What follows belongs to an exercise in optimizing a design on an open flow for small area; a production flow would make more cautious choices. In this exercise RTL edits were held to simulation tests only and were not proved equivalent to the original. Power and IR drop assume default switching activity.

<file path="design.v">
module sastrugi_unit (
    input  wire        clk,
    input  wire        rst,
    input  wire        cfg_we,
    input  wire [4:0]  cfg_shift,
    input  wire        smp_valid,
    input  wire [63:0] smp_value,
    input  wire        cap_req,
    input  wire        cap_clear,
    output wire        cap_busy,
    input  wire [4:0]  rd_sel,
    output reg  [63:0] rd_data
);
    integer i;
    reg [4:0]  shift;
    reg [3:0]  phase;        
    reg [3:0]  cap_cnt;      
    reg        cap_valid;    
    assign cap_busy = (cap_cnt != 4'd0);
    wire take     = cap_req && !cap_busy;
    wire count_it = smp_valid && !cfg_we;
    wire restart  = cfg_we || (take && cap_clear);
    wire cap_act  = take || cap_busy;
    always @(posedge clk) begin
        phase <= phase + 4'd1;
        if (rst) begin
            shift     <= 5'd0;
            cap_cnt   <= 4'd0;
            cap_valid <= 1'b0;
        end else begin
            if (cfg_we)
                shift <= cfg_shift;
            if (take) begin
                cap_cnt   <= 4'd1;
                cap_valid <= 1'b1;
            end else if (cap_busy)
                cap_cnt <= cap_cnt + 4'd1;
        end
    end
    function [4:0] bin_of;
        input [63:0] v;
        input [4:0]  s;
        integer      n;
        reg   [6:0]  top;      
        reg   [6:0]  b;
        begin
            top = 7'd0;
            for (n = 0; n < 64; n = n + 1)
                if (v[n])
                    top = n + 1;
            if (top <= {2'b00, s})
                b = 7'd0;
            else
                b = top - {2'b00, s};
            bin_of = (b > 7'd31) ? 5'd31 : b[4:0];
        end
    endfunction
    wire [4:0] smp_bin = bin_of(smp_value, shift);
    reg [15:0] h_v, h_r, h_l;
    reg [3:0]  h_d [0:15];
    always @(posedge clk) begin
        h_v <= {h_v[14:0], !rst && count_it};
        h_r <= {h_r[14:0], rst || restart};
        h_l <= {h_l[14:0], smp_bin[0]};
        h_d[0] <= smp_bin[4:1] - phase;
        for (i = 1; i < 16; i = i + 1)
            h_d[i] <= h_d[i-1];
    end
    reg [15:0] hit, pre, m_all, z;
    always @(*) begin
        for (i = 0; i < 16; i = i + 1) begin
            hit[i] = h_v[i] && (h_d[i] == ((i + 1) & 15));
            pre[i] = (i >= cap_cnt);
        end
        m_all[0] = 1'b1;
        z[0]     = 1'b1;
        for (i = 1; i < 16; i = i + 1) begin
            m_all[i] = m_all[i-1] && !h_r[i-1];
            z[i]     = z[i-1] && !(h_r[i-1] && pre[i-1]);
        end
    end
    wire [15:0] m_pre = pre & z;
    function [4:0] pop16;
        input [15:0] x;
        integer k;
        begin
            pop16 = 5'd0;
            for (k = 0; k < 16; k = k + 1)
                pop16 = pop16 + {4'd0, x[k]};
        end
    endfunction
    wire [4:0] n_all0 = pop16(hit & ~h_l & m_all);
    wire [4:0] n_all1 = pop16(hit &  h_l & m_all);
    wire [4:0] n_pre0 = pop16(hit & ~h_l & m_pre);
    wire [4:0] n_pre1 = pop16(hit &  h_l & m_pre);
    wire       st_all = |h_r;            
    wire       st_pre = |(h_r & pre);    
    reg [63:0] ring  [0:15];     
    reg [63:0] cring [0:15];     
    function [31:0] sat_add;
        input [31:0] a;
        input [4:0]  n;
        input        z;
        reg   [5:0]  lo;
        reg   [27:0] hi;
        begin
            lo = {1'b0, a[4:0] & {5{~z}}} + {1'b0, n};
            hi = {1'b0, a[31:5] & {27{~z}}} + {27'd0, lo[5]};
            sat_add = {hi[26:0], lo[4:0]} | {32{hi[27]}};
        end
    endfunction
    always @(posedge clk) begin
        for (i = 0; i < 15; i = i + 1) begin
            ring[i]  <= ring[i+1];
            cring[i] <= cring[i+1];
        end
        ring[15]  <= {sat_add(ring[0][63:32], n_all1, st_all), sat_add(ring[0][31:0], n_all0, st_all)};
        cring[15] <= cap_act ? {sat_add(ring[0][63:32], n_pre1, st_pre), sat_add(ring[0][31:0], n_pre0, st_pre)}
                             : cring[0];
    end
    reg [47:0] count;
    reg [63:0] sum;
    reg [63:0] vmin;
    reg [63:0] vmax;
    reg        empty;        
    reg [47:0] cap_count;
    reg [63:0] cap_sum;
    reg [63:0] cap_min;
    reg [63:0] cap_max;
    reg        cap_empty;
    wire        e       = empty || restart;      
    wire [63:0] addend  = count_it ? smp_value : 64'd0;
    wire [64:0] sum_add = {1'b0, e ? 64'd0 : sum} + {1'b0, addend};
    wire [48:0] cnt_add = {1'b0, e ? 48'd0 : count} + {48'd0, count_it};
    always @(posedge clk) begin
        if (rst)
            empty <= 1'b1;
        else if (restart || count_it)
            empty <= !count_it;
        count <= cnt_add[48] ? {48{1'b1}} : cnt_add[47:0];
        sum   <= sum_add[64] ? {64{1'b1}} : sum_add[63:0];
        if (count_it) begin
            if (e || smp_value < vmin)
                vmin <= smp_value;
            if (e || smp_value > vmax)
                vmax <= smp_value;
        end
    end
    always @(posedge clk) begin
        if (take) begin
            cap_count <= count;
            cap_sum   <= sum;
            cap_min   <= vmin;
            cap_max   <= vmax;
            cap_empty <= empty;
        end
    end
    wire [3:0] slot = rd_sel[3:0] - phase;
    always @(*) begin
        rd_data = 64'd0;
        for (i = 0; i < 16; i = i + 1)
            if (cap_valid && !rd_sel[4] && slot == i)
                rd_data = rd_data | cring[i];
        if (cap_valid && rd_sel == 5'd16)
            rd_data = rd_data | cap_min | {64{cap_empty}};
        if (cap_valid && !cap_empty && rd_sel == 5'd17)
            rd_data = rd_data | cap_max;
        if (cap_valid && !cap_empty && rd_sel == 5'd18)
            rd_data = rd_data | {16'd0, cap_count};
        if (cap_valid && !cap_empty && rd_sel == 5'd19)
            rd_data = rd_data | cap_sum;
    end
endmodule
</file>
<file path="flow/run.sh">
#!/bin/bash
# The standard layout (standard.sh) with three changes:
#  - synthesis maps logic with an area-oriented ABC script (flow/my_synth.tcl);
#  - clock tree synthesis inserts no dummy loads;
#  - port buffers use the smallest buffer cell.
# Each tool's output stays in the ORFS logs under orfs/logs; make's own output
# goes to standard_flow.log here.
set -euo pipefail
export FLOW_WORK="$PWD"
export FLOW_ABC_SCRIPT="$PWD/flow/area.abc"
sed "s#SYNTH_SCRIPT=[^ ]*#SYNTH_SCRIPT=$PWD/flow/my_synth.tcl#" standard.sh > my_standard.sh
grep -q "SYNTH_SCRIPT=$PWD/flow/my_synth.tcl" my_standard.sh
export CTS_ARGS="-sink_clustering_enable -repair_clock_nets -buf_list sky130_fd_sc_hd__clkbuf_16 -sink_clustering_size 26 -sink_clustering_max_diameter 70 -dont_use_dummy_load"
export BUFFER_PORTS_ARGS="-buffer_cell sky130_fd_sc_hd__buf_1"
bash my_standard.sh finish > standard_flow.log 2>&1
</file>
<file path="flow/area.abc">
&get -n
&st
&dch -f
&nf -R 1000 -p -F 8 -A 4
&st
&syn2
&if -g -K 6
&synch2
&nf -R 1000 -p -F 8 -A 4
&st
&dch -f
&nf -R 1000 -p -F 8 -A 4
&st
&dch -f
&nf -R 1000 -p -F 8 -A 4
&put
topo
stime -c
dnsize -c
</file>
<file path="flow/my_synth.tcl">
# The standard flow's synthesis (synth_recipe.tcl, unchanged) with one difference: ABC maps the
# combinational logic with flow/area.abc, an area-oriented script, instead of
# ORFS's delay-oriented abc_speed.script. Registers are not touched by ABC.
proc abc {args} {
  set i [lsearch -exact $args -script]
  if {$i >= 0} { lset args [expr {$i + 1}] $::env(FLOW_ABC_SCRIPT) }
  yosys abc {*}$args
}
source $::env(FLOW_WORK)/synth_recipe.tcl
</file>
<file path="standard.sh">
#!/bin/bash
# synth_recipe.tcl (not shown) runs the flow's synth.tcl, then flattens the netlist and writes it again
# the make line also repeats each setting of config.mk as NAME=value (left out here)
make -C /OpenROAD-flow-scripts/flow DESIGN_CONFIG=/design/flow/config.mk WORK_HOME=/design/flow/orfs CLKGATE_MAP_FILE= SYNTH_SCRIPT=/design/flow/synth_recipe.tcl "${@:-finish}"
</file>
<file path="config.mk">
export PLATFORM = sky130hd
export DESIGN_NAME = sastrugi_unit
export DESIGN_NICKNAME = sastrugi_unit
export VERILOG_FILES = /design/flow/design.v
export SDC_FILE = /design/flow/constraint.sdc
export NUM_CORES = 4
export LEC_CHECK = 0
export CAP_MARGIN = 20
export CORE_MARGIN = 2
export CORE_UTILIZATION = 60
export PLACE_DENSITY = 0.75
export SLEW_MARGIN = 20
</file>
<file path="constraint.sdc">
create_clock -name core_clock -period 14.0 [get_ports {clk}]
set_input_delay 2.8000 -clock core_clock [delete_from_list [all_inputs] [get_ports {clk}]]
set_output_delay 2.8000 -clock core_clock [all_outputs]
set_load 0.01 [all_outputs]
</file>
==> results of run 1 <==
-- flip-flops by register name (all words and copies together) (netlist names) --
name	cells
cring	1024
h_v	16
ring	1024
phase	4
h_l	16
cap_cnt	4
cap_count	48
cap_valid	1
count	48
cap_empty	1
h_r	16
empty	1
vmax	64
sum	64
cap_sum	64
cap_min	64
vmin	64
cap_max	64
h_d	64
shift	5
-- synth_stat cells, drive strengths merged, types with 6 or more instances --
master   instances  area, um2
o21a            17      127.6
mux2i            7      70.07
edfxtp         369      11080
nor3b           12      90.09
a21oi          202       1011
dfxtp         2287      45780
xnor2           63      551.8
a221oi          68      595.6
a41oi            6      52.55
clkinv         206      773.2
a21o            34      255.2
o22a            51      446.7
nor3           104      520.5
and4            39      341.6
nand4           98      613.1
o21ai          204       1021
fa              52       1041
o211ai           8      60.06
nand2b          60      375.4
and2           164       1026
a221o            7      70.07
a222oi         237       2372
o31ai           23      172.7
a31oi           36      225.2
or3             11      68.82
or4             10      75.07
a22o            17      148.9
a2111oi          6      52.55
nand2          461       1730
nand3          180      900.9
a211oi          13      97.59
ha             249       3115
nor4            20      125.1
nor2b           41      256.5
nor2           219      822.0
nand3b           6      45.04
and3            40      250.2
a22oi          112      840.8
xor2            64      560.5
a21boi           6      45.04
-- layout make-up --
cell class              instances  area, um2
repair buffers                193      920.9
clock buffers                 130       3253
fillers                      9456      44670
inverters                     206      773.2
multi-input cells            2994      20810
diodes                          5      12.51
well taps                    1742       2180
flip-flops and latches       2656      56860
-- placed cells by master, fill, tap and decap left out, drive strengths merged, types with 7 or more instances in the layout --
| cell | instances |
|---|---|
| o31ai | 23 |
| nor2 | 219 |
| nand2 | 461 |
| nand3 | 180 |
| clkbuf | 130 |
| clkinv | 206 |
| o211ai | 8 |
| o22a | 51 |
| ha | 249 |
| nor3 | 104 |
| and4 | 39 |
| o21ai | 204 |
| mux2i | 7 |
| dfxtp | 2287 |
| and2 | 164 |
| a22o | 17 |
| xor2 | 64 |
| a22oi | 112 |
| a211oi | 13 |
| or3 | 11 |
| nor4 | 20 |
| buf | 193 |
| nand2b | 60 |
| a221oi | 68 |
| a21oi | 202 |
| a21o | 34 |
| nor3b | 12 |
| a222oi | 237 |
| a31oi | 36 |
| edfxtp | 369 |
| and3 | 40 |
| or4 | 10 |
| nor2b | 41 |
| o21a | 17 |
| nand4 | 98 |
| a221o | 7 |
| fa | 52 |
| xnor2 | 63 |
-- power breakdown --
group	total, mW	switching (mW)	internal [mW]	leakage [nW]
logic	0.419	0.283	0.136	8.65
registers	8.75	0.355	8.39	22.2
clock network	3.85	2.19	1.66	1.60
-- worst max-delay path by stage --
stage	end	slack, ns
3_3_place_gp	sum[2]	3.26
2_1_floorplan	sum[2]	0.96
5_1_grt	sum[2]	3.15
6_report	sum[2]	3.91
3_5_place_dp	sum[2]	3.21
4_1_cts	sum[2]	3.94
-- critical path, delay by kind of cell --
| kind | cells | cell delay (ns) |
|---|---|---|
| adders and majority gates | 1 | 0.26 |
| AOI/OAI and AO/OA | 16 | 4.36 |
| and+or+nand+nor | 11 | 2.26 |
| buffers and inverters | 3 | 0.91 |
-- kinds of logic after synthesis --
logic type,synth area share [%]
XOR/XNOR,1.422
buffers and inverters,0.9884
adder cells (fa/ha/maj),5.313
multiplexers,0.1615
AND/OR/NAND/NOR,9.464
flip-flops,72.69
AO/OA/AOI/OAI,9.961
-- metal layers --
| layer | up-vias | share of wire (%) | track usage [%] |
|---|---|---|---|
| met2 | 1840 | 44 | 40.34 |
| met5 | - | 0 | 0 |
| met3 | 267 | 8.1 | 4.293 |
| li1 | 21840 | - | - |
| met4 | 0 | 2.8 | 8.255 |
| met1 | 22520 | 45 | 38.41 |
-- stage by stage --
| stage | util (%) | cell area [um2] | setup WS (ns) |
|---|---|---|---|
| floorplan | - | 78240 | 0.9617 |
| global placement | 62.98 | 81550 | 3.258 |
| detailed placement | 62.98 | 81550 | 3.212 |
| CTS | 65.49 | 84800 | 3.937 |
| global route | 65.49 | 84800 | 3.153 |
| finish | 65.50 | 84810 | 3.914 |
==> metrics.md, run 1 <==
| Metric | Value |
|---|---|
| Min-Delay Path Class | `flop to flop` |
| Share of layout cells above drive strength 1 | `3.399%` |
| Hold Vio Cnt, Final | `0` |
| Nets | `6562` |
| Core area | `0.1295 mm2` |
| Post-cts sizing count | `0` |
| Worst EP arrival | `10.65 ns` |
| Root Buffer | `clkbuf_16` |
| Power per cell area | `153.4 mW/mm2` |
| Cell area after synthesis | `0.07823 mm2` |
| Die area | `between 0.1 and 0.15 mm2` |
| CP most frequent cell | `o21ai_0` |
| Warnings from Yosys | `4` |
| Post-synth EDFFs | `369` |
| Hold Path End | `ring[2][48]` |
| Worst Setup SP | `cfg_we` |
| Hold buffers post-CTS | `0` |
| PortBufs | `roughly 140` |
| Worst path slowest cell | `nor2b_4` |
| Clock sinks | `between 2k and 3k` |
| Critical setup path kind | `primary input to flop` |
| Die width | `365.1 um` |
| RSZ-0062 raised after global routing | `false` |
| Htree depth | `4` |
| CTS tree | `done` |
| CTS Buf Count | `130` |
| F_max | `0.09915 GHz` |
| Hold Path Stages | `0` |
| Final Skew | `about 0.07 ns` |
| Final worst-path cycle share | `72.04%` |
| Post-layout minimum cycle time | `about 10 ns` |
| Ys flop type | `dfxtp_1` |
| RD Place Congestion | `0.9369` |
| RR Endpoint | `ring[15][63]` |
| Gr usage total | `26.29%` |
| Fin Hold WS | `0.2863 ns` |
| Total grt overflow | `0` |
| Setup violators final | `0` |
| Drt total wl | `175.8 mm` |
| Site Rows | `132` |
| Die Height | `365.1 um` |
| Clock transition at path regs | `0.09 ns` |
| Starting Density | `about three fifths` |
| Post-synthesis async set-or-reset flop share | `0%` |
| P&R area growth vs syn | `8.416%` |
| Post-synthesis sequential area ratio | `72.69%` |
| Max-Cap Viols | `0` |
| Rel. slew slack | `22.47%` |
| Worst setup EP type | `flop` |
| Vias in the first global route | `45.23k` |
| R2R setup slack | `between 4 and 5 ns` |
| First-pass DRT Iterations | `8` |
| Largest fanout on the critical path | `54` |
| Status | `complete, no violations` |
| DP Cell Count | `7791` |
| Min-Delay Startpoint | `ring[3][48]` |
| Io pins | `145` |
| Wirelength per Cell | `roughly 22 um` |
| Max Slew Vio Count | `0` |
| Max VDD drop | `approximately 0.00012 V` |
| Worst R2R Start | `h_r[0]` |
| Fin cells | `7926` |
| Post-CTS setup buffer count | `0` |
| Starting DRT DRC Count | `5119` |
| First-pass GRT wire length | `266.2 mm` |
| Leakage | `32.50 nW` |
| Via count | `around 46k` |
| Detailed-route DRC error count | `0` |
| Syn_area_per_cell | `approximately 13 um2` |
| Biggest cell delay along the critical path | `0.90 ns` |
| Cells after Synth | `5856` |
| Pin count of the biggest net entering global routing | `170` |
| Worst slew pin tran | `1.163 ns` |
| Pwr Total | `13.01 mW` |
| Initial antenna violation count | `6` |
| Max clock buf depth | `3` |
| Critical Path RT | `14.56 ns` |
| Mapped Nets | `6237` |
| Kind of launch point of the worst setup path | `primary input` |
| Flop and latch count out of synthesis | `2656` |
| Synth unique cells | `61` |
| Number of vias per cell | `5.862` |
| Clock latency (worst-skew pair) | `0.79 ns` |
| Final setup TNS | `0 ns` |
| Antenna-violating nets left | `0` |
| Worst R2R Path Depth | `39` |
| HPWL after DPL | `~120 mm` |
==> run 2: changes to the inputs <==
--- a/flow/run.sh
+++ b/flow/run.sh
@@ -10,6 +10,6 @@
 export FLOW_ABC_SCRIPT="$PWD/flow/area.abc"
 sed "s#SYNTH_SCRIPT=[^ ]*#SYNTH_SCRIPT=$PWD/flow/my_synth.tcl#" standard.sh > my_standard.sh
 grep -q "SYNTH_SCRIPT=$PWD/flow/my_synth.tcl" my_standard.sh
-export CTS_ARGS="-sink_clustering_enable -repair_clock_nets -buf_list sky130_fd_sc_hd__clkbuf_16 -sink_clustering_size 26 -sink_clustering_max_diameter 70 -dont_use_dummy_load"
+export CTS_ARGS="-sink_clustering_enable -repair_clock_nets -buf_list sky130_fd_sc_hd__clkbuf_16 -sink_clustering_size 30 -sink_clustering_max_diameter 70 -dont_use_dummy_load"
 export BUFFER_PORTS_ARGS="-buffer_cell sky130_fd_sc_hd__buf_1"
 bash my_standard.sh finish > standard_flow.log 2>&1
--- a/flow/area.abc
+++ b/flow/area.abc
@@ -13,6 +13,13 @@
 &st
 &dch -f
 &nf -R 1000 -p -F 8 -A 4
+&st
+&syn2
+&dch -f
+&nf -R 1000 -p -F 8 -A 4
+&st
+&dch -f
+&nf -R 1000 -p -F 8 -A 4
 &put
 topo
 stime -c
--- a/config.mk
+++ b/config.mk
@@ -5,8 +5,8 @@
 export SDC_FILE = /design/flow/constraint.sdc
 export NUM_CORES = 4
 export LEC_CHECK = 0
-export CAP_MARGIN = 20
+export CAP_MARGIN = 10
 export CORE_MARGIN = 2
 export CORE_UTILIZATION = 60
 export PLACE_DENSITY = 0.75
-export SLEW_MARGIN = 20
+export SLEW_MARGIN = 10
==> metrics.md, run 2 <==
| Metric | Value |
|---|---|
| Status | `complete, no violations` |
| Die width | `364.5 um (-0.17%)` |
| Min-Delay Path Class | `flop to flop` |
| Max Slew Vio Count | `0 (unchanged)` |
| Warnings from Yosys | `4 (unchanged)` |
| Adder-cell share of the synthesized area | `5.332% (+0.019 points)` |
| Fin Hold WS | `0.2882 ns (+0.001924 ns)` |
| Starting DRT DRC Count | `4651 (-9.1%)` |
| Site Rows | `132 (unchanged)` |
| Htree depth | `3 (-1)` |
| Wirelength per Cell | `21.61 um (-2.5%)` |
| Fin worst setup slack | `3.425 ns (-0.4890 ns)` |
| Io pins | `145 (unchanged)` |
| Final Skew | `0.08266 ns (+0.01174 ns)` |
| Max-Cap Viols | `0 (unchanged)` |
| Root Buffer | `clkbuf_16` |
| Critical setup path kind | `primary input to flop` |
| F_max | `0.09456 GHz (-4.6%)` |
| Clock transition at path regs | `0.10 ns (about the same)` |
| P&R area growth vs syn | `7.799%` |
| Core area | `0.1292 mm2 (-0.25%)` |
| Post-synth top area share | `58.73% (+0.21 points)` |
| DR top layer | `met5` |
| Max VDD drop | `0.00009816 V (-21%)` |
| Cell area after layout | `0.08403 mm2 (-0.92%)` |
| DP Area | `0.08123 mm2 (-0.39%)` |
| First-pass GRT wire length | `257.9 mm (-3.1%)` |
| Rel. slew slack | `19.21% (-3.3 points)` |
| Post-synthesis sequential area ratio | `72.95% (+0.26 points)` |
| Post-synthesis simple-gate area fraction | `9.189% (-0.27 points)` |
| Hold Vio Cnt, Final | `0 (unchanged)` |
| Post-Place Setup Slack | `2.826 ns (-0.3858 ns)` |
| Regs by FF count | `cring x1024, ring x1024` |
| PortBufs | `144 (unchanged)` |
| Total grt overflow | `0 (unchanged)` |
| Multi-input gate area | `0.02053 mm2 (-1.3%)` |
| CTS Buf Count | `112 (-14%)` |
| Clock sinks | `2656 (unchanged)` |
| Worst EP arrival | `11.20 ns (+0.55 ns)` |
| Initial antenna violation count | `5 (-1)` |
| Leakage | `32.31 nW (-0.60%)` |
| Mux cell area share after synthesis | `0.1477% (-0.014 points)` |
| RD Place Congestion | `0.9094 (-2.9%)` |
| Antenna-violating nets left | `0 (unchanged)` |
| Post-synthesis async set-or-reset flop share | `0% (unchanged)` |
| Flip-flop and latch area | `0.05686 mm2 (unchanged)` |
| Drt total wl | `169.5 mm (-3.6%)` |
| Cell area after synthesis | `0.07795 mm2 (-0.35%)` |
| Post-CTS setup buffer count | `0 (unchanged)` |
| Commonest cells after routing, fill and taps aside | `2287 x dfxtp_1, 430 x nand2_1, 369 x edfxtp_1, 249 x ha_1, 220 x a222oi_1` |
| Mapped Nets | `6181 (-0.90%)` |
| Metal1 wirelength | `76.73 mm (-2.7%)` |
| First-pass DRT Iterations | `7 (-1)` |
| RSZ-0062 raised after global routing | `false` |
| Syn_area_per_cell | `13.44 um2 (+0.61%)` |
| Hold buffers post-CTS | `0 (unchanged)` |
| Post-synth top cells | `2287 x dfxtp_1, 431 x nand2_1, 369 x edfxtp_1` |
| Via count | `45.65k (-1.7%)` |
| CTS tree | `done` |
| Most frequent cell after synthesis | `dfxtp_1` |
| XOR/XNOR Fraction of Synth Area | `1.292% (-0.13 points)` |
| Cells after Synth | `5800 (-0.96%)` |
| Pin count of the biggest net entering global routing | `71 (-58%)` |
| Largest fanout on the critical path | `67 (+24%)` |
| Number of vias per cell | `5.820 (-0.72%)` |
| Vias in the first global route | `44.49k (-1.6%)` |
| Synth unique cells | `59 (-3.3%)` |
| Biggest cell delay along the critical path | `0.64 ns (-0.26 ns)` |
| Metal2 WL | `74.47 mm (-4.1%)` |
| Starting Density | `60.36% (about the same)` |
| Worst slew pin tran | `1.181 ns (+0.01845 ns)` |
| Post-layout minimum cycle time | `10.57 ns (+0.4890 ns)` |
| Post-cts sizing count | `0 (unchanged)` |
| Nets | `6485 (-1.2%)` |
| Worst setup EP type | `flop` |
| Gr usage total | `25.28% (-1.0 points)` |
| Critical Path RT | `14.63 ns (+0.07 ns)` |
| Die area | `0.1328 mm2 (-0.35%)` |
| Post-synth EDFFs | `369 (unchanged)` |
| Worst path slowest cell | `and3_4` |
| Final setup TNS | `0 ns (unchanged)` |
| Largest family of logic cells by synthesized area | `compound AO/OA/AOI/OAI gates` |
| Post-synthesis compound-gate area fraction | `10.11% (+0.15 points)` |
| Power per cell area | `151.6 mW/mm2 (-1.2%)` |
| Synth area leaders | `dfxtp_1 59%, edfxtp_1 14%, ha_1 4.0%` |
| Ys flop type | `dfxtp_1` |
| Filler instances | `9419 (-0.39%)` |
| Met3 WL | `13.53 mm (-5.1%)` |
| Clock latency (worst-skew pair) | `0.76 ns (-0.03 ns)` |
| Final worst-path cycle share | `75.53% (+3.5 points)` |
| Share of layout cells above drive strength 1 | `3.081% (-0.32 points)` |
| Ant. Diodes | `0 (-5)` |
| Die Height | `364.5 um (-0.17%)` |
| Most common cell after layout, fill and taps aside | `dfxtp_1` |
| Yosys top cell by area | `dfxtp_1` |
| Flop and latch count out of synthesis | `2656 (unchanged)` |
| Setup violators final | `0 (unchanged)` |
| Kind of launch point of the worst setup path | `primary input` |
| Max clock buf depth | `3 (unchanged)` |
| Detailed-route DRC error count | `0 (unchanged)` |
| HPWL after DPL | `113.2 mm (-2.3%)` |
-- run 2: cell types whose count changed in the layout (fill, tap and decap cells not counted), sizes merged, moves of 15 or more --
cell / delta
nor3: -15
nand4: -27
a222oi: -17
nand2: -30
clkbuf: -18
and3: +16
-- run 2: critical path, delay by kind of cell --
kind / cells / cell delay (ns)
compound gates: 16 / 4.13
simple gates: 21 / 3.49
buf+inv: 3 / 0.47
fa+ha+maj: 1 / 0.27
-- run 2: final cells by class --
cell class,instances,share of cell area [%]
clock buffers,112,3.335
inverters,205,0.9157
multi-input cells,2939,24.43
flip-flops and latches,2656,67.67
well taps,1742,2.594
repair buffers,190,1.054
-- run 2: worst paths after layout --
path / cells after the start / startpoint / to / slack [ns]
hold / removal: 0 / ring[2][15] / ring[1][15] / 0.29
setup reg to reg: 38 / cap_cnt[1] / cring[15][1] / 4.14
hold reg to reg: 0 / ring[2][15] / ring[1][15] / 0.29
setup / recovery: 41 / cap_req / sum[63] / 3.43
-- run 2: cells by family after synthesis --
group,count (synthesis)
flip-flops,2656
AND/OR/NAND/NOR,1427
AO/OA/AOI/OAI,1085
adder cells (fa/ha/maj),301
buffers and inverters,205
XOR/XNOR,115
multiplexers,11
-- run 2: metal layers --
layer  vias to the layer above  GRT usage (%)
li1                      21570              -
met1                     22040          37.08
met2                      1760          38.88
met3                       273          3.746
met4                         2          8.021
met5                         -              0
-- run 2: metrics by stage --
step / util [%] / cells / power [mW]
after floorplan: - / 5800 / 9.060
after global placement: 62.90 / 7732 / 9.307
after detailed placement: 62.90 / 7732 / 9.343
after CTS: 65.07 / 7844 / 12.79
after global routing: 65.07 / 7844 / 13.17
final: 65.07 / 7844 / 12.74
-- run 2: where the power goes --
group          switching, mW  total [mW]  leakage, nW  internal [mW]
sequential             0.356        8.77         22.3           8.42
combinational          0.282       0.419         8.67          0.136
clock                   2.12        3.55         1.38           1.43
total                   2.76        12.7         32.3           9.98
==> run 3: changes to the inputs <==
--- a/flow/run.sh
+++ b/flow/run.sh
@@ -10,6 +10,6 @@
 export FLOW_ABC_SCRIPT="$PWD/flow/area.abc"
 sed "s#SYNTH_SCRIPT=[^ ]*#SYNTH_SCRIPT=$PWD/flow/my_synth.tcl#" standard.sh > my_standard.sh
 grep -q "SYNTH_SCRIPT=$PWD/flow/my_synth.tcl" my_standard.sh
-export CTS_ARGS="-sink_clustering_enable -repair_clock_nets -buf_list sky130_fd_sc_hd__clkbuf_16 -sink_clustering_size 30 -sink_clustering_max_diameter 70 -dont_use_dummy_load"
+export CTS_ARGS="-sink_clustering_enable -repair_clock_nets -buf_list sky130_fd_sc_hd__clkbuf_8 -sink_clustering_size 18 -sink_clustering_max_diameter 50 -dont_use_dummy_load"
 export BUFFER_PORTS_ARGS="-buffer_cell sky130_fd_sc_hd__buf_1"
 bash my_standard.sh finish > standard_flow.log 2>&1
==> metrics.md, run 3 <==
| Metric | Value |
|---|---|
| Post-cts sizing count | `0 (unchanged)` |
| Status | `complete, no violations` |
| Post-synth EDFFs | `369 (unchanged)` |
| Post-synthesis sequential area ratio | `72.95% (unchanged)` |
| Max Slew Vio Count | `0 (unchanged)` |
| Total grt overflow | `0 (unchanged)` |
| Critical setup path kind | `primary input to flop` |
| Via count | `45.94k (+0.64%)` |
| RSZ-0062 raised after global routing | `false` |
| Mapped Nets | `6181 (unchanged)` |
| Max-Cap Viols | `0 (unchanged)` |
| Worst slew pin tran | `1.156 ns (-0.02549 ns)` |
| Post-synthesis async set-or-reset flop share | `0% (unchanged)` |
| First-pass GRT wire length | `257.5 mm (-0.18%)` |
| Worst setup EP type | `flop` |
| Post-synth top cells | `2287 x dfxtp_1, 431 x nand2_1, 369 x edfxtp_1` |
| Final setup TNS | `0 ns (unchanged)` |
| Post-Place Setup Slack | `2.826 ns (unchanged)` |
| Syn_area_per_cell | `13.44 um2 (unchanged)` |
| Hold buffers post-CTS | `0 (unchanged)` |
| Yosys top cell by area | `dfxtp_1` |
| Die area | `0.1328 mm2 (unchanged)` |
| Clock transition at path regs | `0.10 ns (about the same)` |
| Warnings from Yosys | `4 (unchanged)` |
| Drt total wl | `169.5 mm (about the same)` |
| Flop and latch count out of synthesis | `2656 (unchanged)` |
| Clock latency (worst-skew pair) | `0.95 ns (+0.19 ns)` |
| Worst path slowest cell | `and3_4` |
| Max VDD drop | `0.0001121 V (+14%)` |
| Clock sinks | `2656 (unchanged)` |
| Metal2 WL | `72.74 mm (-2.3%)` |
| Starting DRT DRC Count | `4753 (+2.2%)` |
| DR top layer | `met4` |
| Setup violators final | `0 (unchanged)` |
| Leakage | `32.27 nW (-0.11%)` |
| Worst Path Buf+Inv | `3 (unchanged)` |
| Power per cell area | `149.4 mW/mm2 (-1.4%)` |
| Biggest cell delay along the critical path | `0.64 ns (about the same)` |
| Detailed-route DRC error count | `0 (unchanged)` |
| Min-Delay Path Class | `flop to flop` |
| Regs by FF count | `cring x1024, ring x1024` |
| Die Height | `364.5 um (unchanged)` |
| Final Core Density | `64.90% (-0.17 points)` |
| Number of vias per cell | `5.798 (-0.38%)` |
| Kind of launch point of the worst setup path | `primary input` |
| Vias in the first global route | `45.28k (+1.8%)` |
| Fin worst setup slack | `3.658 ns (+0.2331 ns)` |
| P&R area growth vs syn | `7.521%` |
| Cell area after synthesis | `0.07795 mm2 (unchanged)` |
| CTS tree | `done` |
| Site Rows | `132 (unchanged)` |
| CTS Buf Count | `187 (+67%)` |
| Starting Density | `60.36% (unchanged)` |
| First-pass DRT Iterations | `9 (+2)` |
| Worst EP arrival | `11.16 ns (-0.04 ns)` |
| Synth area leaders | `dfxtp_1 59%, edfxtp_1 14%, ha_1 4.0%` |
| Final worst-path cycle share | `73.87% (-1.7 points)` |
| Rel. slew slack | `22.94% (+3.7 points)` |
| Post-CTS setup buffer count | `0 (unchanged)` |
| Family with the most delay on the worst path | `compound AO/OA/AOI/OAI gates` |
| Ys flop type | `dfxtp_1` |
| Nets | `6560 (+1.2%)` |
| Antenna-violating nets left | `0 (unchanged)` |
| Initial antenna violation count | `4 (-1)` |
| Metal1 wirelength | `75.86 mm (-1.1%)` |
| Share of layout cells above drive strength 1 | `4.258% (+1.2 points)` |
| Htree depth | `4 (+1)` |
| Post-synth top area share | `58.73% (unchanged)` |
| RD Place Congestion | `0.9094 (unchanged)` |
| Root Buffer | `clkbuf_8` |
| Pin count of the biggest net entering global routing | `71 (unchanged)` |
| PortBufs | `144 (unchanged)` |
| Gr usage total | `25.44% (+0.16 points)` |
| Met3 WL | `14.39 mm (+6.3%)` |
| Final Skew | `0.1028 ns (+0.02009 ns)` |
| Max clock buf depth | `3 (unchanged)` |
| Wirelength per Cell | `21.39 um (-1.0%)` |
| Most common cell after layout, fill and taps aside | `dfxtp_1` |
| HPWL after DPL | `113.2 mm (unchanged)` |
| Die width | `364.5 um (unchanged)` |
| Hold Vio Cnt, Final | `0 (unchanged)` |
| Most frequent cell after synthesis | `dfxtp_1` |
| Largest fanout on the critical path | `67 (unchanged)` |
| Io pins | `145 (unchanged)` |
| Synth unique cells | `59 (unchanged)` |
| F_max | `0.09670 GHz (+2.3%)` |
| Post-layout minimum cycle time | `10.34 ns (-0.2331 ns)` |
| Critical Path RT | `14.82 ns (+0.19 ns)` |
| Core area | `0.1292 mm2 (unchanged)` |
| Commonest cells after routing, fill and taps aside | `2287 x dfxtp_1, 430 x nand2_1, 369 x edfxtp_1, 249 x ha_1, 220 x a222oi_1` |
| Cells after Synth | `5800 (unchanged)` |
run 3: cell count changes in the layout (fill, tap and decap cells not counted):
cell,delta
diode_2,+5
clkbuf_8,+187
clkbuf_16,-112
run 3: cell families after synthesis:
| kind of cell | after synthesis | share of synthesized area [%] |
|---|---|---|
| adders and majority gates | 301 | 5.332 |
| and+or+nand+nor | 1427 | 9.189 |
| muxes | 11 | 0.1477 |
| buffers and inverters | 205 | 0.9871 |
| xor gates and xnor gates | 115 | 1.292 |
| AOI/OAI and AO/OA | 1085 | 10.11 |
| DFF | 2656 | 72.95 |
run 3: final timing paths:
kind	startpoint	endpoint	slack, ns	depth (start not counted)
worst max register to register	cap_cnt[1]	cring[15][2]	4.19	37
worst min register to register	ring[6][1]	ring[5][1]	0.26	0
worst min-delay path	ring[6][1]	ring[5][1]	0.26	0
worst max-delay path	cap_req	sum[63]	3.66	41
run 3: report_power, final:
part           switching (mW)  internal (mW)  leakage, nW  total (mW)
logic                   0.283          0.136         8.67       0.419
registers               0.354           8.42         22.3        8.77
clock network            2.14           1.19         1.34        3.33
total                    2.78           9.75         32.3        12.5
run 3: cell type report:
cell class                 count  area [um2]
clock buffer                 187        2574
sequential                  2656       56860
timing repair buffer         190       885.9
fill                        9475       45340
multi-input combinational   2939       20530
inverter                     205       769.5
tap                         1742        2180
antenna                        5       12.51
run 3: metal layers:
layer,vias to the layer above,track usage [%]
met1,22100,36.14
met3,335,5.507
li1,21710,-
met5,-,0
met4,0,10.95
met2,1797,37.80
run 3: stage by stage:
step                area (um2)  hold slack (ns)  cells  total power [mW]
finish                   83820           0.2604   7924             12.53
global route             83820           0.2626   7923             12.98
CTS                      83810           0.2631   7919             12.59
detailed placement       81230           0.3121   7732             9.343
global placement         81230           0.3097   7732             9.307
floorplan                77960           0.3096   5800             9.060
==> run 4: changes to the inputs <==
--- a/design.v
+++ b/design.v
@@ -22,12 +22,13 @@
     wire restart  = cfg_we || (take && cap_clear);
     wire cap_act  = take || cap_busy;
     always @(posedge clk) begin
-        phase <= phase + 4'd1;
         if (rst) begin
+            phase     <= 4'd0;
             shift     <= 5'd0;
             cap_cnt   <= 4'd0;
             cap_valid <= 1'b0;
         end else begin
+            phase <= phase + 4'd1;
             if (cfg_we)
                 shift <= cfg_shift;
             if (take) begin
==> metrics.md, run 4 <==
| Metric | Value |
|---|---|
| RR Endpoint | `sum[7]` |
| Final worst-path cycle share | `78.59% (+4.7 points)` |
| Most frequent cell after synthesis | `dfxtp_1` |
| Max-Cap Viols | `0 (unchanged)` |
| Post-synth EDFFs | `369 (unchanged)` |
| Site Rows | `132 (unchanged)` |
| Min-Delay Startpoint | `ring[9][60]` |
| Die width | `364.5 um (about the same)` |
| P&R area growth vs syn | `7.617% (about the same)` |
| Hold Path Stages | `0 (unchanged)` |
| Cells after Synth | `5777 (-0.40%)` |
| Status | `complete, no violations` |
| Worst path slowest cell | `a211oi_4` |
| Largest fanout on the critical path | `42 (-37%)` |
| Clock transition at path regs | `0.10 ns (about the same)` |
| Final Core Density | `64.89% (about the same)` |
| Clock latency (worst-skew pair) | `0.99 ns (+0.04 ns)` |
| Cell area after synthesis | `0.07798 mm2 (about the same)` |
| Core area | `0.1293 mm2 (+0.13%)` |
| Starting DRT DRC Count | `5331 (+12%)` |
| Gr usage total | `27.66% (+2.2 points)` |
| Pin count of the biggest net entering global routing | `70 (-1.4%)` |
| Power per cell area | `149.9 mW/mm2 (+0.32%)` |
| Post-synthesis sequential area ratio | `72.92% (about the same)` |
| First-pass GRT wire length | `277.2 mm (+7.7%)` |
| Hold buffers post-CTS | `0 (unchanged)` |
| Metal2 WL | `80.44 mm (+11%)` |
| Critical setup path kind | `primary input to flop` |
| Post-synth top area share | `58.71% (about the same)` |
| Post-layout minimum cycle time | `11.00 ns (+0.6616 ns)` |
| Wirelength per Cell | `23.28 um (+8.8%)` |
| RD Place Congestion | `0.9290 (+2.2%)` |
| Min-Delay Path Class | `flop to flop` |
| Synth unique cells | `59 (unchanged)` |
| Metal1 wirelength | `77.68 mm (+2.4%)` |
| Post-synth top cells | `2287 x dfxtp_1, 421 x nand2_1, 369 x edfxtp_1` |
| Warnings from Yosys | `4 (unchanged)` |
| Flop and latch count out of synthesis | `2656 (unchanged)` |
| Max Slew Vio Count | `0 (unchanged)` |
| Worst slew pin tran | `1.118 ns (-0.03759 ns)` |
| Die area | `0.1329 mm2 (about the same)` |
| Kind of launch point of the worst setup path | `primary input` |
| Worst setup EP type | `flop` |
| Setup violators final | `0 (unchanged)` |
| Max clock buf depth | `3 (unchanged)` |
| Mapped Nets | `6158 (-0.37%)` |
| Post-synthesis async set-or-reset flop share | `0% (unchanged)` |
| Most common cell after layout, fill and taps aside | `dfxtp_1` |
| Max VDD drop | `0.00009968 V (-11%)` |
| Worst R2R Start | `cap_cnt[1]` |
| Leakage | `32.60 nW (+1.0%)` |
| Commonest cells after routing, fill and taps aside | `2287 x dfxtp_1, 421 x nand2_1, 369 x edfxtp_1, 249 x ha_1, 244 x a222oi_1` |
| Clock sinks | `2656 (unchanged)` |
| Fin Hold WS | `0.2583 ns (-0.002079 ns)` |
| Yosys top cell by area | `dfxtp_1` |
| CTS Buf Count | `185 (-1.1%)` |
| Die Height | `364.5 um (about the same)` |
| Drt total wl | `184.2 mm (+8.7%)` |
| Vias in the first global route | `46.29k (+2.2%)` |
| Regs by FF count | `cring x1024, ring x1024` |
| Biggest cell delay along the critical path | `0.88 ns (+0.24 ns)` |
| R2R setup slack | `3.91 ns (-0.28 ns)` |
| Io pins | `145 (unchanged)` |
| Worst EP arrival | `11.76 ns (+0.60 ns)` |
| Detailed-route DRC error count | `0 (unchanged)` |
| Share of layout cells above drive strength 1 | `4.415% (+0.16 points)` |
| Final setup TNS | `0 ns (unchanged)` |
| CP most frequent cell | `o21ai_0` |
| PortBufs | `144 (unchanged)` |
| Critical Path RT | `14.76 ns (-0.06 ns)` |
| Htree depth | `4 (unchanged)` |
| Number of vias per cell | `5.940 (+2.4%)` |
| DP Area | `0.08134 mm2 (+0.14%)` |
| DR top layer | `met5` |
| Post-cts sizing count | `0 (unchanged)` |
| Starting Density | `60.30% (about the same)` |
| RSZ-0062 raised after global routing | `false` |
| Worst R2R Path Depth | `40 (+8.1%)` |
| Initial antenna violation count | `30 (+26)` |
| Nets | `6544 (-0.24%)` |
| CTS tree | `done` |
| Hold Path End | `ring[8][60]` |
| Post-CTS setup buffer count | `0 (unchanged)` |
| Hold Vio Cnt, Final | `0 (unchanged)` |
| Synth area leaders | `dfxtp_1 59%, edfxtp_1 14%, ha_1 4.0%` |
| Final Skew | `0.1293 ns (+0.02652 ns)` |
| Total grt overflow | `0 (unchanged)` |
| HPWL after DPL | `121.7 mm (+7.5%)` |
| Cell area after layout | `0.08392 mm2 (+0.12%)` |
| Antenna-violating nets left | `0 (unchanged)` |
| Root Buffer | `clkbuf_8` |
| First-pass DRT Iterations | `8 (-1)` |
| Met3 WL | `17.97 mm (+25%)` |
| Via count | `47.01k (+2.3%)` |
| Syn_area_per_cell | `13.50 um2 (+0.43%)` |
| Rel. slew slack | `25.45% (+2.5 points)` |
| F_max | `0.09088 GHz (-6.0%)` |
| Ys flop type | `dfxtp_1` |
[run 4: changes by cell type after synthesis, sizes merged, moves of 7 or more]
cell and change:
a221oi +9, a222oi +24, a22o +13, a22oi -38, nand2 -10, nand3 -11
nand4 -20, o21a +9, o21ai -7, xor2 -7
[run 4: power breakdown]
group	switching, mW	total (mW)	internal [mW]	leakage (nW)
logic	0.324	0.474	0.150	9.03
clock network	2.16	3.35	1.18	1.33
registers	0.347	8.76	8.41	22.2
[run 4: cells by family after synthesis]
kind of cell / after synthesis / share of synthesized area [%]
compound gates: 1098 / 10.38
xor+xnor: 111 / 1.247
fa+ha+maj: 301 / 5.330
buf+inv: 200 / 0.9627
flops: 2656 / 72.92
mux: 8 / 0.1027
simple gates: 1403 / 9.051
[run 4: area by class of cell]
class                           count  area [um2]
Clock buffer                      185        2546
Timing Repair Buffer              199       965.9
Sequential cell                  2656       56860
Antenna cell                       12       30.03
Multi-Input combinational cell   2921       20580
Tap cell                         1742        2180
Inverter                          200       750.7
Fill cell                        9490       45400
[run 4: per-stage QoR]
stage          total power [mW]  instances  worst slack, ns
2_1_floorplan             9.068       5777            1.009
4_1_cts                   12.63       7903            3.213
3_3_place_gp              9.346       7718            2.365
5_1_grt                   13.02       7910            2.391
6_report                  12.58       7915            2.997
3_5_place_dp              9.384       7718            2.270
[run 4: layer usage]
layer,vias to the layer above,GRT usage (%)
li1,21710,-
met1,22800,38.09
met2,2078,42.07
met3,401,6.406
met4,32,12.06
met5,-,0
[run 4: how the worst max path moves through the flow]
stage                     startpoint       to
after floorplan              cap_req  sum[15]
after global placement        cfg_we   sum[2]
after detailed placement      cfg_we   sum[7]
after CTS                     cfg_we  sum[15]
after global routing          cfg_we   sum[7]
final                         cfg_we   sum[7]
[run 4: critical path: cells and delay by family]
| family | cells | cell delay (ns) |
|---|---|---|
| AOI/OAI and AO/OA | 19 | 4.59 |
| and+or+nand+nor | 15 | 2.62 |
| adders and majority gates | 1 | 0.32 |
| buffers and inverters | 3 | 1.35 |
==> run 5: changes to the inputs <==
--- a/config.mk
+++ b/config.mk
@@ -5,8 +5,8 @@
 export SDC_FILE = /design/flow/constraint.sdc
 export NUM_CORES = 4
 export LEC_CHECK = 0
-export CAP_MARGIN = 10
+export CAP_MARGIN = 5
 export CORE_MARGIN = 2
 export CORE_UTILIZATION = 60
 export PLACE_DENSITY = 0.75
-export SLEW_MARGIN = 10
+export SLEW_MARGIN = 5
==> metrics.md, run 5 <==
| Metric | Value |
|---|---|
| Kind of launch point of the worst setup path | `primary input` |
| Most frequent cell after synthesis | `dfxtp_1` |
| CTS Buf Count | `185 (unchanged)` |
| Final Core Density | `64.89% (unchanged)` |
| Critical setup path kind | `primary input to flop` |
| R2R setup slack | `3.91 ns (about the same)` |
| Cell area after synthesis | `0.07798 mm2 (unchanged)` |
| Setup violators final | `0 (unchanged)` |
| HPWL after DPL | `121.7 mm (unchanged)` |
| P&R area growth vs syn | `7.617% (unchanged)` |
| Critical Path RT | `14.76 ns (about the same)` |
| CTS tree | `done` |
| Drt total wl | `184.2 mm (unchanged)` |
| Post-cts sizing count | `0 (unchanged)` |
| Mapped Nets | `6158 (unchanged)` |
| Max-Cap Viols | `0 (unchanged)` |
| Worst R2R Start | `cap_cnt[1]` |
| Final Skew | `0.1293 ns (unchanged)` |
| Hold Vio Cnt, Final | `0 (unchanged)` |
| Fin cells | `7915 (unchanged)` |
| Largest fanout on the critical path | `42 (unchanged)` |
| Max clock buf depth | `3 (unchanged)` |
| Synth area leaders | `dfxtp_1 59%, edfxtp_1 14%, ha_1 4.0%` |
| Ys flop type | `dfxtp_1` |
| Max Slew Vio Count | `0 (unchanged)` |
| Flip-flop and latch area | `0.05686 mm2 (unchanged)` |
| Die Height | `364.5 um (unchanged)` |
| Max VDD drop | `0.00009968 V (unchanged)` |
| Final worst-path cycle share | `78.59% (unchanged)` |
| Warnings from Yosys | `4 (unchanged)` |
| Worst EP arrival | `11.76 ns (about the same)` |
| Post-CTS setup buffer count | `0 (unchanged)` |
| Biggest cell delay along the critical path | `0.88 ns (about the same)` |
| Flop and latch count out of synthesis | `2656 (unchanged)` |
| First-pass GRT wire length | `277.2 mm (unchanged)` |
| Worst slew pin tran | `1.118 ns (unchanged)` |
| Io pins | `145 (unchanged)` |
| F_max | `0.09088 GHz (unchanged)` |
| CP most frequent cell | `o21ai_0` |
| Post-synth top area share | `58.71% (unchanged)` |
| Pwr Total | `12.58 mW (unchanged)` |
| Cells after Synth | `5777 (unchanged)` |
| CP endpoint | `sum[7]` |
| Nets | `6544 (unchanged)` |
| Filler instances | `9490 (unchanged)` |
| Hold Path Stages | `0 (unchanged)` |
| Clock latency (worst-skew pair) | `0.99 ns (about the same)` |
| Site Rows | `132 (unchanged)` |
| Detailed-route DRC error count | `0 (unchanged)` |
| DP Area | `0.08134 mm2 (unchanged)` |
| RD Place Congestion | `0.9290 (unchanged)` |
| Post-synthesis sequential area ratio | `72.92% (unchanged)` |
| Synth unique cells | `59 (unchanged)` |
| Core area | `0.1293 mm2 (unchanged)` |
| Number of vias per cell | `5.940 (unchanged)` |
| Syn_area_per_cell | `13.50 um2 (unchanged)` |
| Family with the most delay on the worst path | `compound AO/OA/AOI/OAI gates` |
| Min-Delay Startpoint | `ring[9][60]` |
| Clock transition at path regs | `0.10 ns (about the same)` |
| Min-Delay Path Class | `flop to flop` |
| Die width | `364.5 um (unchanged)` |
| Antenna-violating nets left | `0 (unchanged)` |
| Starting Density | `60.30% (unchanged)` |
| Die area | `0.1329 mm2 (unchanged)` |
| Multi-input gate area | `0.02058 mm2 (unchanged)` |
| RSZ-0062 raised after global routing | `false` |
| Power per cell area | `149.9 mW/mm2 (unchanged)` |
| PortBufs | `144 (unchanged)` |
| Worst setup EP type | `flop` |
| Vias in the first global route | `46.29k (unchanged)` |
| Fin worst setup slack | `2.997 ns (unchanged)` |
| Post-layout minimum cycle time | `11.00 ns (unchanged)` |
| Via count | `47.01k (unchanged)` |
| Gr usage total | `27.66% (unchanged)` |
| Status | `complete, no violations` |
| Fin Hold WS | `0.2583 ns (unchanged)` |
| Total grt overflow | `0 (unchanged)` |
| Worst Setup SP | `cfg_we` |
| Hold buffers post-CTS | `0 (unchanged)` |
| Regs by FF count | `cring x1024, ring x1024` |
| Worst Path Buf+Inv | `3 (unchanged)` |
| Pin count of the biggest net entering global routing | `70 (unchanged)` |
| Post-synth top cells | `2287 x dfxtp_1, 421 x nand2_1, 369 x edfxtp_1` |
| Cell area after layout | `0.08392 mm2 (unchanged)` |
| Rel. slew slack | `25.45% (unchanged)` |
| Leakage | `32.60 nW (unchanged)` |
| Starting DRT DRC Count | `5331 (unchanged)` |
| Root Buffer | `clkbuf_8` |
| Post-synth EDFFs | `369 (unchanged)` |
| Most common cell after layout, fill and taps aside | `dfxtp_1` |
| Commonest cells after routing, fill and taps aside | `2287 x dfxtp_1, 421 x nand2_1, 369 x edfxtp_1, 249 x ha_1, 244 x a222oi_1` |
| Htree depth | `4 (unchanged)` |
| Post-synthesis async set-or-reset flop share | `0% (unchanged)` |
| Final setup TNS | `0 ns (unchanged)` |
| Yosys top cell by area | `dfxtp_1` |
| Worst path slowest cell | `a211oi_4` |
| Post-Place Setup Slack | `2.270 ns (unchanged)` |
| Worst R2R Path Depth | `40 (unchanged)` |
| Share of layout cells above drive strength 1 | `4.415% (unchanged)` |
| CP Depth | `38 (unchanged)` |
| Clock sinks | `2656 (unchanged)` |
| RR Endpoint | `sum[7]` |
| First-pass DRT Iterations | `8 (unchanged)` |
| Initial antenna violation count | `30 (unchanged)` |
| Wirelength per Cell | `23.28 um (unchanged)` |
| DP Cell Count | `7718 (unchanged)` |
==> run 5: cell counts after synthesis <==
No cell type changed its count.
==> run 5: cell families after synthesis <==
group                    Yosys count  share of synthesized area (%)
multiplexers                       8                         0.1027
XOR/XNOR                         111                          1.247
adder cells (fa/ha/maj)          301                          5.330
buffers and inverters            200                         0.9627
AND/OR/NAND/NOR                 1403                          9.051
flip-flops                      2656                          72.92
AO/OA/AOI/OAI                   1098                          10.38
==> run 5: where the power goes <==
group          switching (mW)  internal (mW)
Combinational           0.324          0.150
Clock                    2.16           1.18
Sequential              0.347           8.41
==> run 5: how the worst min path moves through the flow <==
stage,end,slack [ns]
global route,ring[9][30],0.27
global placement,ring[8][8],0.31
CTS,ring[9][1],0.26
finish,ring[8][60],0.26
detailed placement,ring[0][46],0.31
floorplan,ring[0][0],0.31
==> run 5: layout make-up <==
type                    instances  share of cell area (%)
clock buffers                 185                   3.034
multi-input cells            2921                   24.53
repair buffers                199                   1.151
inverters                     200                  0.8946
flip-flops and latches       2656                   67.76
diodes                         12                 0.03578
well taps                    1742                   2.597
==> run 5: metal layers <==
metal	track usage [%]	vias to the layer above	part of all wire, %
li1	-	21710	-
met1	38.09	22800	42
met2	42.07	2078	44
met3	6.406	401	9.8
met4	12.06	32	4.3
met5	0	-	0.11
==> run 5: worst reg2reg max path, delay by kind of cell (launching register included) <==
family                     cells  cell delay (ns)
AOI/OAI and AO/OA             20             5.04
DFF                            1             0.58
buffers and inverters          2             0.55
adders and majority gates      2             0.66
and+or+nand+nor               16             3.09
==> run 6: changes to the inputs <==
--- a/flow/run.sh
+++ b/flow/run.sh
@@ -10,6 +10,6 @@
 export FLOW_ABC_SCRIPT="$PWD/flow/area.abc"
 sed "s#SYNTH_SCRIPT=[^ ]*#SYNTH_SCRIPT=$PWD/flow/my_synth.tcl#" standard.sh > my_standard.sh
 grep -q "SYNTH_SCRIPT=$PWD/flow/my_synth.tcl" my_standard.sh
-export CTS_ARGS="-sink_clustering_enable -repair_clock_nets -buf_list sky130_fd_sc_hd__clkbuf_8 -sink_clustering_size 18 -sink_clustering_max_diameter 50 -dont_use_dummy_load"
+export CTS_ARGS="-sink_clustering_enable -repair_clock_nets -buf_list sky130_fd_sc_hd__clkbuf_8 -sink_clustering_size 20 -sink_clustering_max_diameter 45 -dont_use_dummy_load"
 export BUFFER_PORTS_ARGS="-buffer_cell sky130_fd_sc_hd__buf_1"
 bash my_standard.sh finish > standard_flow.log 2>&1
==> config.mk (replaced) <==
export PLATFORM = sky130hd
export DESIGN_NAME = sastrugi_unit
export DESIGN_NICKNAME = sastrugi_unit
export VERILOG_FILES = /design/flow/design.v
export SDC_FILE = /design/flow/constraint.sdc
export NUM_CORES = 4
export LEC_CHECK = 0
export CAP_MARGIN = 10
export CORE_MARGIN = 2
export CORE_UTILIZATION = 75
export PLACE_DENSITY = 0.85
export SLEW_MARGIN = 10
==> metrics.md, run 6 <==
| Metric | Value |
|---|---|
| Number of vias per cell | `6.377 (+7.4%)` |
| Clock sinks | `2656 (unchanged)` |
| Biggest cell delay along the critical path | `0.73 ns (-0.15 ns)` |
| Worst Setup SP | `cfg_we` |
| Via count | `48.11k (+2.3%)` |
| Starting Density | `75.45% (+15 points)` |
| Worst R2R Start | `cap_cnt[1]` |
| Pwr Total | `12.59 mW (about the same)` |
| PortBufs | `144 (unchanged)` |
| Max-Cap Viols | `0 (unchanged)` |
| DP Area | `0.08084 mm2 (-0.62%)` |
| Vias in the first global route | `48.43k (+4.6%)` |
| Total grt overflow | `0 (unchanged)` |
| CP Depth | `40 (+5.3%)` |
| Final worst-path cycle share | `79.70% (+1.1 points)` |
| P&R area growth vs syn | `6.916%` |
| Warnings from Yosys | `4 (unchanged)` |
| Critical setup path kind | `primary input to flop` |
| R2R setup slack | `3.67 ns (-0.24 ns)` |
| Post-cts sizing count | `0 (unchanged)` |
| Post-synthesis async set-or-reset flop share | `0% (unchanged)` |
| Ys flop type | `dfxtp_1` |
| Worst EP arrival | `11.85 ns (+0.09 ns)` |
| Share of layout cells above drive strength 1 | `4.258% (-0.16 points)` |
| Synth area leaders | `dfxtp_1 59%, edfxtp_1 14%, ha_1 4.0%` |
| RR Endpoint | `cring[15][31]` |
| Starting DRT DRC Count | `6688 (+25%)` |
| Io pins | `145 (unchanged)` |
| Yosys top cell by area | `dfxtp_1` |
| Cell area after layout | `0.08337 mm2 (-0.65%)` |
| Root Buffer | `clkbuf_8` |
| Final setup TNS | `0 ns (unchanged)` |
| Initial antenna violation count | `33 (+10%)` |
| Post-Place Setup Slack | `2.161 ns (-0.1095 ns)` |
| Worst Path Buf+Inv | `5 (+2)` |
| Final Skew | `0.1004 ns (-0.02888 ns)` |
| Most frequent cell after synthesis | `dfxtp_1` |
| Core area | `0.1033 mm2 (-20%)` |
| Wirelength per Cell | `24.82 um (+6.6%)` |
| Hold Vio Cnt, Final | `0 (unchanged)` |
| CTS tree | `done` |
| Post-synthesis sequential area ratio | `72.92% (unchanged)` |
| CTS Buf Count | `182 (-1.6%)` |
| Max clock buf depth | `3 (unchanged)` |
| Leakage | `32.55 nW (-0.18%)` |
| Nets | `6536 (-0.12%)` |
| Regs by FF count | `cring x1024, ring x1024` |
| Die Height | `326.5 um (-10%)` |
| Htree depth | `4 (unchanged)` |
| First-pass DRT Iterations | `7 (-1)` |
| Post-CTS setup buffer count | `0 (unchanged)` |
| Setup violators final | `0 (unchanged)` |
| Cell area after synthesis | `0.07798 mm2 (unchanged)` |
| Rel. slew slack | `22.70% (-2.7 points)` |
| Hold buffers post-CTS | `0 (unchanged)` |
| Power per cell area | `151.0 mW/mm2 (+0.71%)` |
| F_max | `0.08962 GHz (-1.4%)` |
| Post-layout minimum cycle time | `11.16 ns (+0.1548 ns)` |
| Kind of launch point of the worst setup path | `primary input` |
| Pin count of the biggest net entering global routing | `168 (+140%)` |
| Largest fanout on the critical path | `46 (+9.5%)` |
| Antenna-violating nets left | `0 (unchanged)` |
| Detailed-route DRC error count | `0 (unchanged)` |
| CP endpoint | `sum[2]` |
| Mapped Nets | `6158 (unchanged)` |
| Post-synth EDFFs | `369 (unchanged)` |
| Worst path slowest cell | `a211oi_4` |
| Max Slew Vio Count | `0 (unchanged)` |
| Family with the most delay on the worst path | `compound AO/OA/AOI/OAI gates` |
| Flop and latch count out of synthesis | `2656 (unchanged)` |
| Worst setup EP type | `flop` |
| Status | `complete, no violations` |
| Cells after Synth | `5777 (unchanged)` |
| Critical Path RT | `14.69 ns (-0.07 ns)` |
| Max VDD drop | `0.0001061 V (+6.4%)` |
| Die width | `326.5 um (-10%)` |
| Most common cell after layout, fill and taps aside | `dfxtp_1` |
| Die area | `0.1066 mm2 (-20%)` |
| CP most frequent cell | `o21ai_0` |
| Worst slew pin tran | `1.144 ns (+0.02619 ns)` |
| Min-Delay Path Class | `flop to flop` |
| RSZ-0062 raised after global routing | `false` |
| Clock transition at path regs | `0.11 ns (about the same)` |
| Syn_area_per_cell | `13.50 um2 (unchanged)` |
| HPWL after DPL | `122.1 mm (+0.33%)` |
| Clock latency (worst-skew pair) | `0.93 ns (-0.06 ns)` |
| Drt total wl | `187.3 mm (+1.7%)` |
| Gr usage total | `34.76% (+7.1 points)` |
| Post-synth top cells | `2287 x dfxtp_1, 421 x nand2_1, 369 x edfxtp_1` |
| RD Place Congestion | `0.9403 (+1.2%)` |
| Synth unique cells | `59 (unchanged)` |
| Site Rows | `118 (-11%)` |
| Commonest cells after routing, fill and taps aside | `2287 x dfxtp_1, 421 x nand2_1, 369 x edfxtp_1, 249 x ha_1, 244 x a222oi_1` |
| First-pass GRT wire length | `282.5 mm (+1.9%)` |
| Post-synth top area share | `58.71% (unchanged)` |
| Fin worst setup slack | `2.842 ns (-0.1548 ns)` |
| Worst R2R Path Depth | `38 (-5.0%)` |
run 6: through the flow:
step | instances | hold slack, ns | util [%]
6_report | 7545 | 0.2562 | 80.67
5_1_grt | 7539 | 0.2568 | 80.66
4_1_cts | 7533 | 0.2606 | 80.64
3_5_place_dp | 7351 | 0.3121 | 78.22
3_3_place_gp | 7351 | 0.3095 | 78.22
2_1_floorplan | 5777 | 0.3096 | -
run 6: worst min path at each step:
stage,slack [ns],startpoint,to,cells past startpoint
floorplan,0.31,ring[1][0],ring[0][0],0
global placement,0.31,ring[15][34],ring[14][34],0
detailed placement,0.31,ring[1][6],ring[0][6],0
CTS,0.26,ring[13][35],ring[12][35],0
global route,0.26,ring[14][33],ring[13][33],0
finish,0.26,ring[14][33],ring[13][33],0
run 6: per-layer routing:
layer	up-vias	track usage, %	wire length, um
li1	21690	-	-
met1	23230	47.32	74210
met2	2634	53.98	84630
met3	525	7.372	19220
met4	38	16.27	8993
met5	-	0	239
run 6: kinds of logic (layout without fill, tap and decap cells):
family	Yosys count	after routing	share of synthesized area [%]
flops	2656	2656	72.92
simple gates	1403	1403	9.051
compound gates	1098	1098	10.38
fa+ha+maj	301	301	5.330
buf+inv	200	576	0.9627
xor+xnor	111	111	1.247
mux	8	8	0.1027
other cells	0	12	0
run 6: layout make-up:
| class | count | area (um2) |
|---|---|---|
| inverter | 200 | 750.7 |
| antenna | 12 | 30.03 |
| sequential | 2656 | 56860 |
| tap | 1380 | 1727 |
| clock buffer | 182 | 2505 |
| timing repair buffer | 194 | 928.4 |
| fill | 5764 | 19980 |
| multi-input combinational | 2921 | 20570 |
run 6: worst reg2reg max path, delay by kind of cell, from the launching register on:
kind / cells / cell delay (ns)
AND/OR/NAND/NOR: 19 / 4.37
adder cells (fa/ha/maj): 8 / 3.29
flip-flops: 1 / 0.57
buffers and inverters: 2 / 0.28
AO/OA/AOI/OAI: 9 / 1.85
run 6: report_power, final:
group	total (mW)	switching, mW	internal (mW)
Combinational	0.471	0.321	0.150
Sequential	8.78	0.369	8.41
Clock	3.33	2.17	1.17
==> run 7: changes to the inputs <==
--- a/flow/run.sh
+++ b/flow/run.sh
@@ -10,6 +10,6 @@
 export FLOW_ABC_SCRIPT="$PWD/flow/area.abc"
 sed "s#SYNTH_SCRIPT=[^ ]*#SYNTH_SCRIPT=$PWD/flow/my_synth.tcl#" standard.sh > my_standard.sh
 grep -q "SYNTH_SCRIPT=$PWD/flow/my_synth.tcl" my_standard.sh
-export CTS_ARGS="-sink_clustering_enable -repair_clock_nets -buf_list sky130_fd_sc_hd__clkbuf_8 -sink_clustering_size 20 -sink_clustering_max_diameter 45 -dont_use_dummy_load"
+export CTS_ARGS="-sink_clustering_enable -repair_clock_nets -buf_list sky130_fd_sc_hd__clkbuf_8 -sink_clustering_size 18 -sink_clustering_max_diameter 45 -dont_use_dummy_load"
 export BUFFER_PORTS_ARGS="-buffer_cell sky130_fd_sc_hd__buf_1"
 bash my_standard.sh finish > standard_flow.log 2>&1
--- a/config.mk
+++ b/config.mk
@@ -7,6 +7,6 @@
 export LEC_CHECK = 0
 export CAP_MARGIN = 10
 export CORE_MARGIN = 2
-export CORE_UTILIZATION = 75
-export PLACE_DENSITY = 0.85
+export CORE_UTILIZATION = 70
+export PLACE_DENSITY = 0.8
 export SLEW_MARGIN = 10
==> metrics.md, run 7 <==
| Metric | Value |
|---|---|
| Status | `complete, no violations` |
| Starting DRT DRC Count | `5709 (-15%)` |
| Setup violators final | `0 (unchanged)` |
| Io pins | `145 (unchanged)` |
| Final worst-path cycle share | `75.01% (-4.7 points)` |
| RR Endpoint | `cring[15][15]` |
| Max Slew Vio Count | `0 (unchanged)` |
| Pin count of the biggest net entering global routing | `77 (-54%)` |
| CTS Buf Count | `193 (+6.0%)` |
| PortBufs | `144 (unchanged)` |
| Post-synthesis sequential area ratio | `72.92% (unchanged)` |
| Total grt overflow | `0 (unchanged)` |
| Max clock buf depth | `3 (unchanged)` |
| RSZ-0062 raised after global routing | `false` |
| Yosys top cell by area | `dfxtp_1` |
| HPWL after DPL | `119.6 mm (-2.1%)` |
| Synth unique cells | `59 (unchanged)` |
| P&R area growth vs syn | `7.310%` |
| RD Place Congestion | `0.9038 (-3.9%)` |
| Flop and latch count out of synthesis | `2656 (unchanged)` |
| Critical setup path kind | `primary input to flop` |
| Die Height | `337.8 um (+3.5%)` |
| CP endpoint | `sum[15]` |
| Ys flop type | `dfxtp_1` |
| Worst EP arrival | `11.26 ns (-0.59 ns)` |
| Max VDD drop | `0.0001009 V (-4.9%)` |
| Nets | `6551 (+0.23%)` |
| Site Rows | `122 (+3.4%)` |
| Leakage | `32.64 nW (+0.29%)` |
| Clock latency (worst-skew pair) | `0.93 ns (about the same)` |
| Cell area after synthesis | `0.07798 mm2 (unchanged)` |
| Kind of launch point of the worst setup path | `primary input` |
| CTS tree | `done` |
| Worst R2R Path Depth | `37 (-2.6%)` |
| Die width | `337.8 um (+3.5%)` |
| Post-cts sizing count | `0 (unchanged)` |
| Post-synthesis async set-or-reset flop share | `0% (unchanged)` |
| Synth area leaders | `dfxtp_1 59%, edfxtp_1 14%, ha_1 4.0%` |
| Most frequent cell after synthesis | `dfxtp_1` |
| Largest fanout on the critical path | `64 (+39%)` |
| Post-synth top area share | `58.71% (unchanged)` |
| Final Skew | `0.1103 ns (+0.009901 ns)` |
| Worst R2R Start | `cap_cnt[1]` |
| Critical Path RT | `14.76 ns (+0.07 ns)` |
| Warnings from Yosys | `4 (unchanged)` |
| Post-synth EDFFs | `369 (unchanged)` |
| Wirelength per Cell | `23.65 um (-4.7%)` |
| Die area | `0.1141 mm2 (+7.1%)` |
| R2R setup slack | `3.96 ns (+0.29 ns)` |
| Worst Setup SP | `cap_req` |
| Antenna-violating nets left | `0 (unchanged)` |
| Hold Vio Cnt, Final | `0 (unchanged)` |
| Post-CTS setup buffer count | `0 (unchanged)` |
| Pwr Total | `12.62 mW (+0.30%)` |
| Drt total wl | `181.4 mm (-3.2%)` |
| Worst slew pin tran | `1.203 ns (+0.05895 ns)` |
| Final Core Density | `75.72% (-5.0 points)` |
| Vias in the first global route | `46.47k (-4.0%)` |
| Number of vias per cell | `6.170 (-3.2%)` |
| Gr usage total | `31.75% (-3.0 points)` |
| Via count | `47.32k (-1.6%)` |
| F_max | `0.09522 GHz (+6.2%)` |
| Initial antenna violation count | `21 (-36%)` |
| Post-synth top cells | `2287 x dfxtp_1, 421 x nand2_1, 369 x edfxtp_1` |
| Hold buffers post-CTS | `0 (unchanged)` |
| Min-Delay Path Class | `flop to flop` |
| Root Buffer | `clkbuf_8` |
| Worst path slowest cell | `nor2b_4` |
| Detailed-route DRC error count | `0 (unchanged)` |
| Clock sinks | `2656 (unchanged)` |
| Hold Path Stages | `0 (unchanged)` |
| Final setup TNS | `0 ns (unchanged)` |
| Post-layout minimum cycle time | `10.50 ns (-0.6562 ns)` |
| Most common cell after layout, fill and taps aside | `dfxtp_1` |
| Filler instances | `7056 (+22%)` |
| Htree depth | `4 (unchanged)` |
| Mapped Nets | `6158 (unchanged)` |
| Biggest cell delay along the critical path | `0.61 ns (-0.12 ns)` |
| Syn_area_per_cell | `13.50 um2 (unchanged)` |
| Share of layout cells above drive strength 1 | `4.507% (+0.25 points)` |
| Max-Cap Viols | `0 (unchanged)` |
| Worst setup EP type | `flop` |
| Power per cell area | `150.9 mW/mm2 (about the same)` |
| Commonest cells after routing, fill and taps aside | `2287 x dfxtp_1, 421 x nand2_1, 369 x edfxtp_1, 249 x ha_1, 244 x a222oi_1` |
| Fin Hold WS | `0.2665 ns (+0.01035 ns)` |
| Regs by FF count | `cring x1024, ring x1024` |
| First-pass DRT Iterations | `9 (+2)` |
| Starting Density | `70.56% (-4.9 points)` |
| Cells after Synth | `5777 (unchanged)` |
| Rel. slew slack | `18.64% (-4.1 points)` |
| Clock transition at path regs | `0.08 ns (-0.03 ns)` |
| First-pass GRT wire length | `273.4 mm (-3.2%)` |
| Core area | `0.1105 mm2 (+6.9%)` |
-- run 7: worst min path at each step --
stage / start / end / slack, ns
global route: ring[12][0] / ring[11][0] / 0.26
floorplan: ring[1][0] / ring[0][0] / 0.31
finish: ring[10][0] / ring[9][0] / 0.27
CTS: ring[10][0] / ring[9][0] / 0.26
detailed placement: ring[11][59] / ring[10][59] / 0.31
global placement: ring[11][8] / ring[10][8] / 0.31
-- run 7: area by class of cell --
class                      count  area [um2]  area share [%]
clock buffer                 193        2656           3.174
multi-input combinational   2921       20570           24.58
timing repair buffer         198       945.9           1.130
inverter                     200       750.7          0.8971
antenna                       13       32.53         0.03888
tap                         1488        1862           2.225
sequential                  2656       56860           67.95
-- run 7: cells by family after synthesis --
group	after synthesis	synth area share, %
mux	8	0.1027
buf+inv	200	0.9627
flops	2656	72.92
simple gates	1403	9.051
xor+xnor	111	1.247
fa+ha+maj	301	5.330
compound gates	1098	10.38
-- run 7: layer usage --
layer | vias up | GRT usage, % | share of wire [%]
met5 | - | 0 | 0.048
met1 | 22950 | 44.35 | 42
li1 | 21730 | - | -
met2 | 2216 | 48.28 | 44
met4 | 14 | 13.38 | 4.2
met3 | 410 | 7.009 | 9.8
-- run 7: critical path, delay by kind of cell --
| kind | cells | cell delay (ns) |
|---|---|---|
| buffers and inverters | 3 | 0.52 |
| adder cells (fa/ha/maj) | 2 | 0.58 |
| AO/OA/AOI/OAI | 20 | 3.96 |
| AND/OR/NAND/NOR | 16 | 3.34 |
-- run 7: stage by stage --
step | worst slack [ns] | instances | cell area [um2]
6_report | 3.498 | 7669 | 83680
5_1_grt | 2.761 | 7658 | 83650
4_1_cts | 3.624 | 7656 | 83650
3_5_place_dp | 2.700 | 7463 | 80990
3_3_place_gp | 2.921 | 7463 | 80990
2_1_floorplan | 1.009 | 5777 | 77990
-- run 7: report_power, final --
group	switching (mW)	leakage (nW)	total (mW)	internal, mW
Clock	2.16	1.39	3.39	1.23
Sequential	0.355	22.2	8.77	8.41
Combinational	0.321	9.01	0.470	0.149
Total	2.83	32.6	12.6	9.79

Re-timed with assumed drivers on the ports (clkbuf_16 on the clock, buf_2 on other inputs), run 7 has 3.548 ns of setup slack against 3.498 ns with ideal ports, and 2.610 ns once port delays also move by the mid clock arrival of 0.938 ns.
